What follows belongs to an exercise in optimizing a design on an open flow for small area and a short achievable clock period; a production flow would make more cautious choices. The RTL was checked by simulation tests, not by an equivalence proof against the original design. Power is estimated from default activity; no workload was simulated.

==> flow/design.v, too long to show whole: its modules and the start of the top module <==
// module tally_fmul: 203 lines
// module tally_fmul_tree: 3329 lines
// module tally_fmul_add: 560 lines
module tally_fmul (
    input  wire        clk,
    input  wire        rst,         
    input  wire        in_valid,
    input  wire [31:0] in_a,
    input  wire [31:0] in_b,
    input  wire [2:0]  in_rm,       
    output reg         out_valid,
    output reg  [31:0] out_res,
    output reg  [4:0]  out_flags    
);
  // ...
==> flow/flow/run.sh <==
#!/bin/bash
set -euo pipefail
WORK=$(cd "$(dirname "$0")/.." && pwd)
cd "$WORK"
R=$WORK/orfs/results/sky130hd/tally_fmul/base
LIB=$FLOW_HOME/platforms/sky130hd/lib/sky130_fd_sc_hd__tt_025C_1v80.lib
MARGIN=${MARGIN:-13.4}

bash standard.sh synth > "$WORK/log_synth.txt" 2>&1
cp "$R/1_2_yosys.v" "$R/1_2_yosys_standard.v"
python3 "$WORK/flow/fixpol.py" "$LIB" "$R/1_2_yosys_standard.v" "$R/1_2_yosys.v" > "$WORK/log_fixpol.txt" 2>&1
rm -f "$R/1_synth.odb" "$R/1_synth.sdc"

bash standard.sh "BUFFER_PORTS_ARGS=-buffer_cell sky130_fd_sc_hd__buf_2" \
    "SETUP_SLACK_MARGIN=$MARGIN" \
    finish > "$WORK/log_layout.txt" 2>&1
test -f "$WORK/out/final.def"
==> flow/standard.sh <==
#!/bin/bash
# synth_recipe.tcl (not shown) runs the flow's synth.tcl, then flattens the netlist and writes it again
# the make line also repeats each setting of config.mk as NAME=value (left out here)
make -C /OpenROAD-flow-scripts/flow DESIGN_CONFIG=/design/flow/config.mk WORK_HOME=/design/flow/orfs CLKGATE_MAP_FILE= SYNTH_SCRIPT=/design/flow/synth_recipe.tcl "${@:-finish}"
==> flow/config.mk <==
export PLATFORM = sky130hd
export DESIGN_NAME = tally_fmul
export DESIGN_NICKNAME = tally_fmul
export VERILOG_FILES = /design/flow/design.v
export SDC_FILE = /design/flow/constraint.sdc
export NUM_CORES = 4
export LEC_CHECK = 0
export CAP_MARGIN = 20
export CORE_MARGIN = 2
export CORE_UTILIZATION = 40
export CTS_CLUSTER_DIAMETER = 100
export CTS_CLUSTER_SIZE = 16
export SLEW_MARGIN = 20
==> flow/constraint.sdc <==
create_clock -name core_clock -period 18.0 [get_ports {clk}]
set_input_delay 3.6000 -clock core_clock [delete_from_list [all_inputs] [get_ports {clk}]]
set_output_delay 3.6000 -clock core_clock [all_outputs]
set_load 0.01 [all_outputs]
Not shown: flow/flow/fixpol.py
==> impl_metrics.py, run 1 <==
metrics = {
    "routing": {
        "routedWlPerCell_um": 23.6,
        "wl_met1_mm": 33.5,
        "drtPass1Iterations": 7,
        "finalWirelength_mm": 88.6,
        "initialDrtViolationCount": 2011,
        "post-route-drc-count": 0,
        "top_layer": "met4",
    },
    "critical_path": {
        "cp_max_fo": 1,
        "regToRegEndpoint": "c1r[15]$_DFF_P_",
        "endpoint": "out_res[23]",
        "slowest_stage": "dfxtp_1",
        "r2r_start": "b0[10]$_DFF_P_",
    },
    "finish": {
        "n_sequential_cell": 263,
        "fin_nets": 3559,
        "inverters": 124,
        "top_register": "s1r",
        "multi_input_area_share_pct": 68.3,
        "final_common_cell": "nor2_1",
        "antennaDiodeCount": 0,
        "largest_register_ffs": 47,
        "reg.largest.list": "s1r (47), c1r (35)",
        "sh_seq_area_pct": 17.5,
    },
    "min_path": {
        "holdPathStages": 0,
        "holdPathEnd": "rc2[1]$_DFF_P_",
        "min-delay-start": "rc1[1]$_SDFF_PN0_",
    },
    "global_routing": {
        "antenna_found_initial": 0,
    },
    "job": {
        "maxCapViolCount": 0,
    },
    "logic_synthesis": {
        "syn_area_mm2": 0.0261,
        "synthCells": 2616,
    },
    "clock_tree": {
        "clockBufferDepth": 3,
        "clk_latency_ns": 0.58,
        "root_buffer": "clkbuf_16",
        "h-tree-depth": 1,
        "cts_tree": "yes",
    },
    "timing": {
        "setup_tns_ns": 0,
        "skew_ns": 0.0226,
        "rsz0062_at_grt": "true",
    },
    "place": {
        "gp_congestion": 0.918,
    },
    "status": {
        "outcome": "complete, no violations",
    },
    "die": {
        "n_tap_cell": 855,
        "core_area_mm2": 0.0645,
    },
}
==> run 2: changes to the inputs <==
--- a/flow/config.mk
+++ b/flow/config.mk
@@ -7,7 +7,7 @@
 export LEC_CHECK = 0
 export CAP_MARGIN = 20
 export CORE_MARGIN = 2
-export CORE_UTILIZATION = 40
+export CORE_UTILIZATION = 55
 export CTS_CLUSTER_DIAMETER = 100
 export CTS_CLUSTER_SIZE = 16
 export SLEW_MARGIN = 20
==> impl_metrics.py, run 2 <==
metrics = {
    "power_and_ir_drop": {
        "p_leak_nw": 13.3,
        "power.total_w": 0.00509,
        "ir_drop_mv": 0.104,
        "power_density_mw_per_mm2": 171,
    },
    "place": {
        "port_buffers": 106,
        "dp_hpwl_mm": 62.8,
        "gp_congestion": 0.965,
    },
    "routing": {
        "initialDrtViolationCount": 2056,
        "drtPass1Iterations": 26,
        "vias_per_cell": 6.34,
        "dr_total_vias": 22100,
        "post-route-drc-count": 0,
        "finalWirelength_mm": 88.2,
        "routedWlPerCell_um": 25.3,
        "ant_nets": 0,
    },
    "clock_tree": {
        "cts_tree": "yes",
        "root_buffer": "clkbuf_16",
        "h-tree-depth": 1,
        "clk_latency_ns": 0.58,
        "clkTransAtPathRegs_ns": 0.07,
        "clockBufferDepth": 3,
        "cts_num_sinks": 263,
        "cts_inserted_buffers": 22,
    },
    "die": {
        "core_area_mm2": 0.0467,
        "ios": 108,
        "die_area_mm2": 0.0491,
        "rows": 79,
        "die_w_um": 222,
        "start_util_pct": 55.8,
        "die_y_um": 222,
    },
    "timing": {
        "clock.fmax_mhz": 217,
        "hold_viol_final": 0,
        "final-setup-viol-count": 0,
        "report.final.slew_viol_count": 0,
        "rsz0062_at_grt": "true",
        "fin_crit_ns": 4.61,
        "skew_ns": 0.0227,
        "max_slew_margin_pct": 24.0,
        "layout_worst_path_cycle_share_pct": 25.6,
        "tightest_slew_ns": 1.13,
        "setup_tns_ns": 0,
    },
    "critical_path": {
        "worst_ep_required_time_ns": 14.40,
        "setup.worst_path.end_class": "primary output",
        "path_cells": "buf_6",
        "arrival_ns": 1.01,
        "cp_slowest_stage_delay_ns": 0.33,
        "crit_family": "flip-flops",
        "cp_max_fo": 1,
        "critPathBufInv": 1,
        "slowest_stage": "dfxtp_2",
        "worst-setup-path-type": "reg -> out",
        "crit_path_start_kind": "register",
    },
    "finish": {
        "fillers": 3804,
        "reg.largest.list": "s1r (47), c1r (35)",
        "final_common_cell": "nor2_1",
        "syn2layout_area_growth_pct": 14.6,
        "top_register": "s1r",
        "fin_nets": 3554,
        "final_cell_mix": "649 x nor2_1, 495 x fa_1, 227 x dfxtp_1, 128 x nand2_1, 118 x a21oi_1",
        "layout-drive-gt1-share_pct": 15.3,
        "largest_register_ffs": 47,
    },
    "global_routing": {
        "antenna_found_initial": 0,
        "track_usage_pct": 35.5,
        "grt_max_degree": 49,
        "overflow": 0,
        "grt_pass1_vias": 23100,
        "grt_pass1_wl_mm": 133,
    },
    "min_path": {
        "hp-class": "reg -> reg",
    },
    "logic_synthesis": {
        "syn-num-nets": 3295,
        "syn_area_mm2": 0.0261,
        "syn_area_per_cell_um2": 9.96,
        "yosysWarningCount": 1,
        "synthCells": 2616,
    },
    "job": {
        "maxCapViolCount": 0,
    },
    "status": {
        "outcome": "complete, no violations",
    },
}
[run 2: worst paths after layout]
check	start	endpoint	slack, ns	cells after the start
worst min-delay path	rc1[0]$_SDFF_PN1_	rc2[0]$_DFF_P_	0.32	0
worst max-delay path	out_res[11]$_DFF_P_	out_res[11]	13.39	1
worst min register to register	rc1[0]$_SDFF_PN1_	rc2[0]$_DFF_P_	0.32	0
worst max register to register	b0[20]$_DFF_P_	sd1$_DFF_P_	13.43	21
[run 2: cell type report]
class	count	area, µm²	share of cell area [%]
timing repair buffer	227	1840	6.15
sequential	263	5330	17.8
multi-input combinational	2238	20700	69.5
antenna	1	2.50	0.00838
clock inverter	5	62.6	0.210
inverter	119	529	1.77
tap	607	759	2.54
clock buffer	24	568	1.90
timing repair inverter	4	22.5	0.0754
[run 2: report_power, final]
part / switching (W) / leakage (nW) / internal [W] / total, W
Sequential: 0.000126 / 2.21 / 0.000819 / 0.000945
Combinational: 0.00212 / 10.8 / 0.00156 / 0.00367
Clock: 0.000244 / 0.306 / 0.000228 / 0.000472
Total: 0.00249 / 13.3 / 0.00260 / 0.00509
[run 2: metrics by stage]
stage | utilization [%] | worst slack, ns | hold WS [ns] | area, µm² | std cells
4_1_cts | 62.3 | 13.33 | 0.325 | 29100 | 3450
3_5_place_dp | 59.6 | 12.67 | 0.312 | 27800 | 3385
6_report | 64.0 | 13.39 | 0.323 | 29900 | 3488
5_1_grt | 64.0 | 13.31 | 0.329 | 29800 | 3487
2_1_floorplan | - | 13.47 | 0.310 | 26100 | 2616
3_3_place_gp | 59.5 | 12.66 | 0.312 | 27800 | 3384
[run 2: metal layers]
metal  GRT usage, %  wire length, µm
met2           60.1            42000
met4           16.1             4920
met5              0               44
met1           43.3            31700
met3           8.19             9520
[run 2: repair_timing]
| item | in CTS | in global routing |
|---|---|---|
| gates cloned | 5 | 8 |
| pin swaps | 9 | 46 |
| hold buffers | 0 | 0 |
| setup endpoints to repair | 124 | 122 |
| resized for setup | 103 | 132 |
| setup buffers | 31 | 29 |
==> run 3: changes to the inputs <==
--- a/flow/config.mk
+++ b/flow/config.mk
@@ -7,7 +7,7 @@
 export LEC_CHECK = 0
 export CAP_MARGIN = 20
 export CORE_MARGIN = 2
-export CORE_UTILIZATION = 55
+export CORE_UTILIZATION = 40
 export CTS_CLUSTER_DIAMETER = 100
-export CTS_CLUSTER_SIZE = 16
+export CTS_CLUSTER_SIZE = 20
 export SLEW_MARGIN = 20
==> impl_metrics.py, run 3 <==
metrics = {
    "logic_synthesis": {
        "syn_area_mm2": 0.0261,
        "synthCells": 2616,
        "syn-num-nets": 3295,
        "yosysWarningCount": 1,
        "syn_area_per_cell_um2": 9.96,
    },
    "clock_tree": {
        "clk_latency_ns": 0.57,
        "clockBufferDepth": 3,
        "cts_inserted_buffers": 22,
        "holdBufCountCts": 0,
        "clkTransAtPathRegs_ns": 0.08,
        "cts_num_sinks": 263,
        "h-tree-depth": 1,
        "root_buffer": "clkbuf_16",
        "cts_tree": "yes",
    },
    "global_routing": {
        "grt_use_met3_pct": 5.22,
        "grt_use_met2_pct": 42.7,
        "track_usage_pct": 25.6,
        "antenna_found_initial": 0,
        "grt_pass1_wl_mm": 133,
        "grt_pass1_vias": 23300,
        "grtUsageMet1_pct": 32.2,
        "busiest_layer": "met2",
        "overflow": 0,
        "grt_max_degree": 49,
    },
    "finish": {
        "fin_nets": 3555,
        "seqCellArea_mm2": 0.00532,
        "final_common_cell": "nor2_1",
        "syn2layout_area_growth_pct": 16.5,
        "reg.largest.list": "s1r (47), c1r (35)",
        "post-route-util_pct": 47.1,
        "top_register": "s1r",
        "layout-drive-gt1-share_pct": 15.5,
        "largest_register_ffs": 47,
        "multiInputGateArea_mm2": 0.0208,
        "fillers": 6023,
        "antennaDiodeCount": 0,
        "final_cell_mix": "640 x nor2_1, 495 x fa_1, 236 x dfxtp_1, 128 x nand2_1, 116 x a21oi_1",
    },
    "place": {
        "dp_hpwl_mm": 60.5,
        "gp_congestion": 0.918,
        "port_buffers": 106,
    },
    "routing": {
        "finalWirelength_mm": 88.5,
        "post-route-drc-count": 0,
        "drtPass1Iterations": 6,
        "initialDrtViolationCount": 1918,
        "vias_per_cell": 5.91,
        "ant_nets": 0,
        "dr_total_vias": 22100,
        "routedWlPerCell_um": 23.6,
    },
    "min_path": {
        "hp-class": "reg -> reg",
    },
    "timing": {
        "layout_worst_path_cycle_share_pct": 25.6,
        "max_slew_margin_pct": 37.1,
        "fin_crit_ns": 4.60,
        "rsz0062_at_grt": "true",
        "final-setup-viol-count": 0,
        "hold_viol_final": 0,
        "setup_tns_ns": 0,
        "report.final.slew_viol_count": 0,
        "tightest_slew_ns": 0.934,
        "skew_ns": 0.0230,
        "clock.fmax_mhz": 217,
    },
    "critical_path": {
        "crit_path_start_kind": "register",
        "path_cells": "buf_2",
        "slowest_stage": "dfxtp_1",
        "crit_family": "flip-flops",
        "cp_max_fo": 1,
        "arrival_ns": 1.00,
        "worst_ep_required_time_ns": 14.40,
        "critPathBufInv": 1,
        "worst-setup-path-type": "reg -> out",
        "setup.worst_path.end_class": "primary output",
        "cp_slowest_stage_delay_ns": 0.32,
    },
    "power_and_ir_drop": {
        "ir_drop_mv": 0.0867,
        "power_density_mw_per_mm2": 166,
        "p_leak_nw": 13.4,
    },
    "die": {
        "die_w_um": 259,
        "core_area_mm2": 0.0645,
        "die_area_mm2": 0.0672,
        "ios": 108,
        "start_util_pct": 40.4,
        "rows": 93,
        "die_y_um": 259,
    },
    "job": {
        "maxCapViolCount": 0,
    },
    "status": {
        "outcome": "complete, no violations",
    },
}
## run 3: cell types whose count changed in the layout (fill, tap and decap cells not counted), moves of 4 or more
cell / change
nor2_2: +11
clkbuf_16: +4
inv_6: +4
nor2_1: -9
buf_8: -7
buf_6: -8
buf_12: +10
inv_1: +4
dfxtp_1: +9
dfxtp_2: -10
## run 3: timing repair
item / CTS / global route
pin swaps: 7 / 43
gates resized for setup: 93 / 136
cloned: 4 / 11
setup buffers: 20 / 43
setup endpoints to repair: 134 / 111
## run 3: stage by stage
step,instance area (µm²),setup WS [ns],cells,power (W),hold slack (ns)
detailed placement,28100,12.53,3629,0.00434,0.314
CTS,29300,13.36,3689,0.00492,0.335
global placement,28000,12.53,3628,0.00423,0.314
floorplan,26100,13.47,2616,0.00324,0.310
global route,30400,13.34,3743,0.00544,0.339
finish,30400,13.40,3743,0.00503,0.330
## run 3: report_power, final
group | total (W) | switching [W] | internal, W
sequential | 0.000947 | 0.000130 | 0.000817
combinational | 0.00357 | 0.00205 | 0.00152
clock | 0.000517 | 0.000258 | 0.000259
total | 0.00503 | 0.00243 | 0.00260
## run 3: final timing paths
kind / from / endpoint / slack [ns] / cells after the start
worst max-delay path: out_res[23]$_DFF_P_ / out_res[23] / 13.40 / 1
worst min-delay path: rc1[1]$_SDFF_PN0_ / rc2[1]$_DFF_P_ / 0.33 / 0
worst max register to register: a0[2]$_DFF_P_ / s01$_DFF_P_ / 13.41 / 21
worst min register to register: rc1[1]$_SDFF_PN0_ / rc2[1]$_DFF_P_ / 0.33 / 0
## run 3: routing by layer
metal | part of all wire (%) | vias to the layer above
met5 | 0 | -
met4 | 5.4 | 0
met3 | 10 | 319
met2 | 46 | 1316
met1 | 38 | 11100
li1 | - | 9430
## run 3: cell type report
class / count / share of cell area [%]
Clock buffer: 23 / 1.90
Timing Repair inverter: 5 / 0.107
Timing Repair Buffer: 228 / 6.31
Sequential cell: 263 / 17.5
Inverter: 119 / 1.70
Clock inverter: 13 / 0.556
Multi-Input combinational cell: 2237 / 68.4
Tap cell: 855 / 3.52
==> run 4: changes to the inputs <==
--- a/flow/flow/run.sh
+++ b/flow/flow/run.sh
@@ -4,7 +4,7 @@
 cd "$WORK"
 R=$WORK/orfs/results/sky130hd/tally_fmul/base
 LIB=$FLOW_HOME/platforms/sky130hd/lib/sky130_fd_sc_hd__tt_025C_1v80.lib
-MARGIN=${MARGIN:-13.4}
+MARGIN=${MARGIN:-13.5}
 
 bash standard.sh synth > "$WORK/log_synth.txt" 2>&1
 cp "$R/1_2_yosys.v" "$R/1_2_yosys_standard.v"
--- a/flow/config.mk
+++ b/flow/config.mk
@@ -9,5 +9,5 @@
 export CORE_MARGIN = 2
 export CORE_UTILIZATION = 40
 export CTS_CLUSTER_DIAMETER = 100
-export CTS_CLUSTER_SIZE = 20
+export CTS_CLUSTER_SIZE = 16
 export SLEW_MARGIN = 20
==> impl_metrics.py, run 4 <==
metrics = {
    "clock_tree": {
        "clkTransAtPathRegs_ns": 0.07,
        "cts_num_sinks": 263,
        "holdBufCountCts": 0,
        "root_buffer": "clkbuf_16",
        "cts_inserted_buffers": 24,
        "cts_tree": "yes",
        "clk_latency_ns": 0.58,
        "h-tree-depth": 1,
        "clockBufferDepth": 3,
    },
    "place": {
        "gp_congestion": 0.937,
        "dp_hpwl_mm": 61.2,
        "dp_cells": 3627,
        "port_buffers": 106,
    },
    "finish": {
        "reg.largest.list": "s1r (47), c1r (35)",
        "layout-drive-gt1-share_pct": 17.2,
        "final_cell_mix": "633 x nor2_1, 491 x fa_1, 220 x dfxtp_1, 129 x nand2_1, 118 x a21oi_1",
        "fin_nets": 3571,
        "syn2layout_area_growth_pct": 17.8,
        "post-route-util_pct": 47.6,
        "final_common_cell": "nor2_1",
        "finalNonFillerCells": 3758,
        "largest_register_ffs": 47,
        "fillers": 6002,
        "top_register": "s1r",
    },
    "die": {
        "start_util_pct": 40.4,
        "core_area_mm2": 0.0645,
        "ios": 108,
        "die_area_mm2": 0.0672,
        "die_w_um": 259,
        "die_y_um": 259,
        "rows": 93,
    },
    "timing": {
        "max_slew_margin_pct": 28.3,
        "rsz0062_at_grt": "true",
        "tightest_slew_ns": 1.07,
        "layout_worst_path_cycle_share_pct": 25.5,
        "skew_ns": 0.0345,
        "fin_crit_ns": 4.59,
        "clock.fmax_mhz": 218,
        "report.final.slew_viol_count": 0,
        "final-setup-viol-count": 0,
        "hold_viol_final": 0,
        "setup_tns_ns": 0,
    },
    "routing": {
        "ant_nets": 0,
        "initialDrtViolationCount": 2101,
        "routedWlPerCell_um": 24.0,
        "dr_total_vias": 22300,
        "post-route-drc-count": 0,
        "vias_per_cell": 5.93,
        "drtPass1Iterations": 7,
        "finalWirelength_mm": 90.1,
    },
    "global_routing": {
        "overflow": 0,
        "antenna_found_initial": 2,
        "grt_pass1_vias": 24000,
        "grt_max_degree": 49,
        "grt_pass1_wl_mm": 138,
        "track_usage_pct": 26.7,
    },
    "critical_path": {
        "worst_ep_required_time_ns": 14.40,
        "setup.worst_path.end_class": "primary output",
        "cp_slowest_stage_delay_ns": 0.31,
        "r2r_start": "b0[20]$_DFF_P_",
        "crit_path_start_kind": "register",
        "rrSetupSlack_ns": 13.52,
        "crit_family": "flip-flops",
        "slowest_stage": "dfxtp_1",
        "critPathBufInv": 1,
        "startpoint": "out_flags[4]$_DFF_P_",
        "cp_max_fo": 1,
        "path_cells": "buf_2",
        "worst-setup-path-type": "reg -> out",
        "arrival_ns": 0.99,
    },
    "min_path": {
        "min-delay-start": "sg1$_DFF_P_",
        "hp-class": "reg -> reg",
    },
    "power_and_ir_drop": {
        "internal-power_w": 0.00261,
        "clkPwrFrac_pct": 10.3,
        "comb_power_share_pct": 70.7,
        "p_seq_share_pct": 18.9,
        "p_leak_nw": 13.5,
        "ir_drop_mv": 0.0833,
        "p_sw_w": 0.00241,
        "power_density_mw_per_mm2": 164,
        "swShare_pct": 48.0,
    },
    "logic_synthesis": {
        "syn_area_per_cell_um2": 9.96,
        "syn_area_mm2": 0.0261,
        "syn-num-nets": 3295,
        "yosysWarningCount": 1,
        "synthCells": 2616,
    },
    "status": {
        "outcome": "complete, no violations",
    },
    "job": {
        "maxCapViolCount": 0,
    },
}
run 4: worst paths after layout:
kind | end | cells after the start
hold reg to reg | sg2$_DFF_P_ | 0
setup / recovery | out_flags[4] | 1
setup reg to reg | sd1$_DFF_P_ | 22
hold / removal | sg2$_DFF_P_ | 0
run 4: cell type report:
type,count,area (µm²),share of cell area (%)
inverters,119,531,1.73
diodes,1,2.50,0.00816
clock buffers,28,657,2.14
clock inverters,8,88.8,0.290
multi-input cells,2240,20900,68.1
well taps,855,1070,3.49
repair inverters,4,27.5,0.0897
repair buffers,240,2060,6.71
flip-flops and latches,263,5340,17.4
run 4: timing repair:
| item | in CTS | in global routing |
|---|---|---|
| pin swaps | 12 | 68 |
| cloned | 10 | 7 |
| setup buffers | 44 | 33 |
| setup endpoints to repair | 151 | 115 |
| gates resized for setup | 145 | 153 |
run 4: metal layers:
layer	up-vias	track usage, %	wire [µm]
li1	9455	-	-
met1	11200	32.2	33400
met2	1284	44.9	42700
met3	365	6.20	8960
met4	0	13.1	5000
met5	-	0	0
run 4: per-stage QoR:
stage                     hold WS (ns)  cell area (µm²)  power [W]  setup WS, ns
final                            0.329            30700    0.00503         13.41
after global routing             0.338            30700    0.00545         13.33
after CTS                        0.332            29800    0.00489         13.37
after detailed placement         0.315            28100    0.00429         12.41
after global placement           0.314            28100    0.00420         12.57
after floorplan                  0.310            26100    0.00324         13.47
run 4: power groups by stage:
stage / clock (W) / sequential [W] / combinational (W)
after floorplan: 0 / 0.000926 / 0.00231
after global placement: 0 / 0.000953 / 0.00324
after detailed placement: 0 / 0.000955 / 0.00334
after CTS: 0.000535 / 0.000945 / 0.00341
after global routing: 0.000552 / 0.000971 / 0.00393
final: 0.000519 / 0.000952 / 0.00355
run 4: worst register-to-register path, delay by kind of cell (launching register included):
kind                       cells  cell delay [ns]
xor gates and xnor gates       2             0.28
and+or+nand+nor                4             0.94
AOI/OAI and AO/OA             11             1.84
adders and majority gates      2             0.58
buffers and inverters          3             0.42
DFF                            1             0.34
==> run 5: changes to the inputs <==
==> flow/flow/run.sh (replaced) <==
#!/bin/bash
set -euo pipefail
WORK=$(cd "$(dirname "$0")/.." && pwd)
cd "$WORK"
R=$WORK/orfs/results/sky130hd/tally_fmul/base
LIB=$FLOW_HOME/platforms/sky130hd/lib/sky130_fd_sc_hd__tt_025C_1v80.lib
MARGIN=${MARGIN:-13.4}

bash standard.sh synth > "$WORK/log_synth.txt" 2>&1
cp "$R/1_2_yosys.v" "$R/1_2_yosys_standard.v"
python3 "$WORK/flow/fixpol.py" "$LIB" "$R/1_2_yosys_standard.v" "$R/1_2_yosys.v" > "$WORK/log_fixpol.txt" 2>&1
rm -f "$R/1_synth.odb" "$R/1_synth.sdc"

bash standard.sh "BUFFER_PORTS_ARGS=-buffer_cell sky130_fd_sc_hd__buf_1" \
    "SETUP_SLACK_MARGIN=$MARGIN" \
    finish > "$WORK/log_layout.txt" 2>&1
test -f "$WORK/out/final.def"
--- a/flow/config.mk
+++ b/flow/config.mk
@@ -9,5 +9,5 @@
 export CORE_MARGIN = 2
 export CORE_UTILIZATION = 40
 export CTS_CLUSTER_DIAMETER = 100
-export CTS_CLUSTER_SIZE = 16
+export CTS_CLUSTER_SIZE = 20
 export SLEW_MARGIN = 20
==> impl_metrics.py, run 5 <==
metrics = {
    "status": {
        "outcome": "complete, no violations",
    },
    "global_routing": {
        "antenna_found_initial": 1,
        "overflow": 0,
        "track_usage_pct": 25.7,
        "grt_max_degree": 49,
        "grt_pass1_vias": 23500,
        "grt_pass1_wl_mm": 134,
    },
    "place": {
        "gp_congestion": 0.958,
        "dp_hpwl_mm": 61.8,
        "port_buffers": 106,
    },
    "timing": {
        "tightest_slew_ns": 0.925,
        "skew_ns": 0.0303,
        "layout_worst_path_cycle_share_pct": 25.6,
        "hold_slack_ns": 0.330,
        "final-setup-viol-count": 0,
        "setup_tns_ns": 0,
        "hold_viol_final": 0,
        "max_slew_margin_pct": 37.7,
        "rsz0062_at_grt": "true",
        "clock.fmax_mhz": 217,
        "fin_crit_ns": 4.61,
        "report.final.slew_viol_count": 0,
    },
    "clock_tree": {
        "h-tree-depth": 1,
        "clockBufferDepth": 3,
        "clkTransAtPathRegs_ns": 0.08,
        "cts_inserted_buffers": 21,
        "root_buffer": "clkbuf_16",
        "cts_tree": "yes",
        "cts_num_sinks": 263,
        "holdBufCountCts": 0,
        "clk_latency_ns": 0.57,
    },
    "power_and_ir_drop": {
        "power_density_mw_per_mm2": 166,
        "p_leak_nw": 13.2,
        "ir_drop_mv": 0.0920,
    },
    "critical_path": {
        "cp_slowest_stage_delay_ns": 0.32,
        "rrSetupSlack_ns": 13.43,
        "arrival_ns": 1.01,
        "crit_path_start_kind": "register",
        "r2r_cells": 9,
        "regToRegEndpoint": "s1r[22]$_DFF_P_",
        "r2r_start": "b0[1]$_DFF_P_",
        "setup.worst_path.end_class": "primary output",
        "worst_ep_required_time_ns": 14.40,
        "cp_max_fo": 1,
        "crit_family": "flip-flops",
        "worst-setup-path-type": "reg -> out",
        "slowest_stage": "dfxtp_1",
        "path_cells": "buf_2",
        "critPathBufInv": 1,
    },
    "finish": {
        "final_common_cell": "nor2_1",
        "post-route-util_pct": 46.9,
        "final_cell_mix": "649 x nor2_1, 494 x fa_1, 232 x dfxtp_1, 129 x nand2_1, 115 x a21oi_1",
        "syn2layout_area_growth_pct": 16.0,
        "reg.largest.list": "s1r (47), c1r (35)",
        "fillers": 6061,
        "largest_register_ffs": 47,
        "antennaDiodeCount": 0,
        "seqCellArea_mm2": 0.00531,
        "layout-drive-gt1-share_pct": 13.0,
        "multiInputGateArea_mm2": 0.0208,
        "top_register": "s1r",
        "fin_nets": 3552,
    },
    "die": {
        "die_area_mm2": 0.0672,
        "die_w_um": 259,
        "die_y_um": 259,
        "ios": 108,
        "core_area_mm2": 0.0645,
        "rows": 93,
        "start_util_pct": 40.4,
    },
    "routing": {
        "drtPass1Iterations": 8,
        "routedWlPerCell_um": 23.5,
        "ant_nets": 0,
        "finalWirelength_mm": 88.0,
        "post-route-drc-count": 0,
        "dr_total_vias": 22100,
        "vias_per_cell": 5.91,
        "initialDrtViolationCount": 1996,
    },
    "logic_synthesis": {
        "syn_area_mm2": 0.0261,
        "syn-num-nets": 3295,
        "yosysWarningCount": 1,
        "syn_area_per_cell_um2": 9.96,
        "synthCells": 2616,
    },
    "job": {
        "maxCapViolCount": 0,
    },
    "min_path": {
        "holdPathStages": 0,
        "hp-class": "reg -> reg",
        "holdPathEnd": "sg2$_DFF_P_",
        "min-delay-start": "sg1$_DFF_P_",
    },
}
run 5: cell types whose count changed in the layout (fill, tap and decap cells not counted), moves of 10 or more:
| cell | previous run | this run |
|---|---|---|
| nor2_2 | 35 | 25 |
| buf_1 | 0 | 69 |
| buf_2 | 94 | 28 |
| dfxtp_1 | 220 | 232 |
| buf_6 | 23 | 13 |
| nor2_1 | 633 | 649 |
run 5: final cells by class:
cell class	count	share of cell area [%]
well taps	855	3.54
inverters	119	1.69
clock buffers	24	1.88
repair inverters	2	0.0414
repair buffers	230	6.03
clock inverters	10	0.476
multi-input cells	2236	68.8
flip-flops and latches	263	17.6
run 5: what timing repair did:
| item | in CTS | in global routing |
|---|---|---|
| setup endpoints to repair | 144 | 109 |
| gates cloned | 2 | 8 |
| pin swaps | 8 | 40 |
| gates resized for setup | 116 | 152 |
| setup buffers | 26 | 35 |
run 5: worst max path at each step:
stage	start	to	slack [ns]	depth (start not counted)
after floorplan	a0[22]$_DFF_P_	s1r[22]$_DFF_P_	13.47	9
after global placement	dn0_2$_DFF_P_	out_res[29]$_DFF_P_	12.54	18
after detailed placement	dn0_2$_DFF_P_	out_res[29]$_DFF_P_	12.53	18
after CTS	out_res[19]$_DFF_P_	out_res[19]	13.36	1
after global routing	b0[17]$_DFF_P_	sd1$_DFF_P_	13.32	22
final	out_res[24]$_DFF_P_	out_res[24]	13.39	1
run 5: worst reg2reg max path: cells and delay by family, from the launching register on:
family,cells,cell delay [ns]
adders and majority gates,7,3.57
DFF,1,0.39
buffers and inverters,1,0.25
and+or+nand+nor,1,0.24
run 5: stage by stage:
step                      cells  setup slack [ns]  cell area (µm²)  total power, W
after global placement     3632             12.54            27900         0.00423
after detailed placement   3634             12.53            28000         0.00430
after floorplan            2616             13.47            26100         0.00324
final                      3739             13.39            30200         0.00502
after CTS                  3696             13.36            29200         0.00487
after global routing       3739             13.32            30200         0.00545
run 5: metal layers:
layer	part of all wire, %	track usage [%]	vias up
li1	-	-	9418
met1	38	32.3	11000
met2	47	43.4	1345
met3	10	5.14	336
met4	5.2	10.8	0
met5	0	0	-
run 5: power breakdown:
group | switching (W) | internal, W | total [W] | leakage [nW]
Sequential | 0.000132 | 0.000819 | 0.000951 | 2.21
Clock | 0.000247 | 0.000250 | 0.000497 | 0.345
Combinational | 0.00204 | 0.00153 | 0.00357 | 10.6

==> static timing again, ports no longer ideal <==
The flow's constraints put no driver on any port. The routed layouts listed below were extracted and timed again, unchanged, in two steps.
Step 1 sets driving cells, clkbuf_16 on the clock port and buf_2 on the other inputs (assumed; they add their load-dependent delay and slew).
Step 2, shift: input delay + t, output delay - t, t = (earliest + latest rising clock arrival at the registers) / 2. This alone moves slack from input paths to output paths.
Slacks: ideal ports / drivers / drivers and shift; pairs: ideal ports / drivers.
run	t (ns)	setup WS [ns]	worst setup path at the end	clock arrival spread, ns
run 1	0.625	13.405 / 13.346 / 13.459	register to register	0.022 / 0.023
run 2	0.630	13.386 / 13.324 / 13.426	register to register	0.024 / 0.024
run 3	0.615	13.401 / 13.346 / 13.413	register to register	0.030 / 0.029
run 4	0.627	13.411 / 13.349 / 13.520	register to register	0.035 / 0.035
run 5	0.619	13.393 / 13.329 / 13.433	register to register	0.032 / 0.032
After both steps every run listed still meets setup and hold.
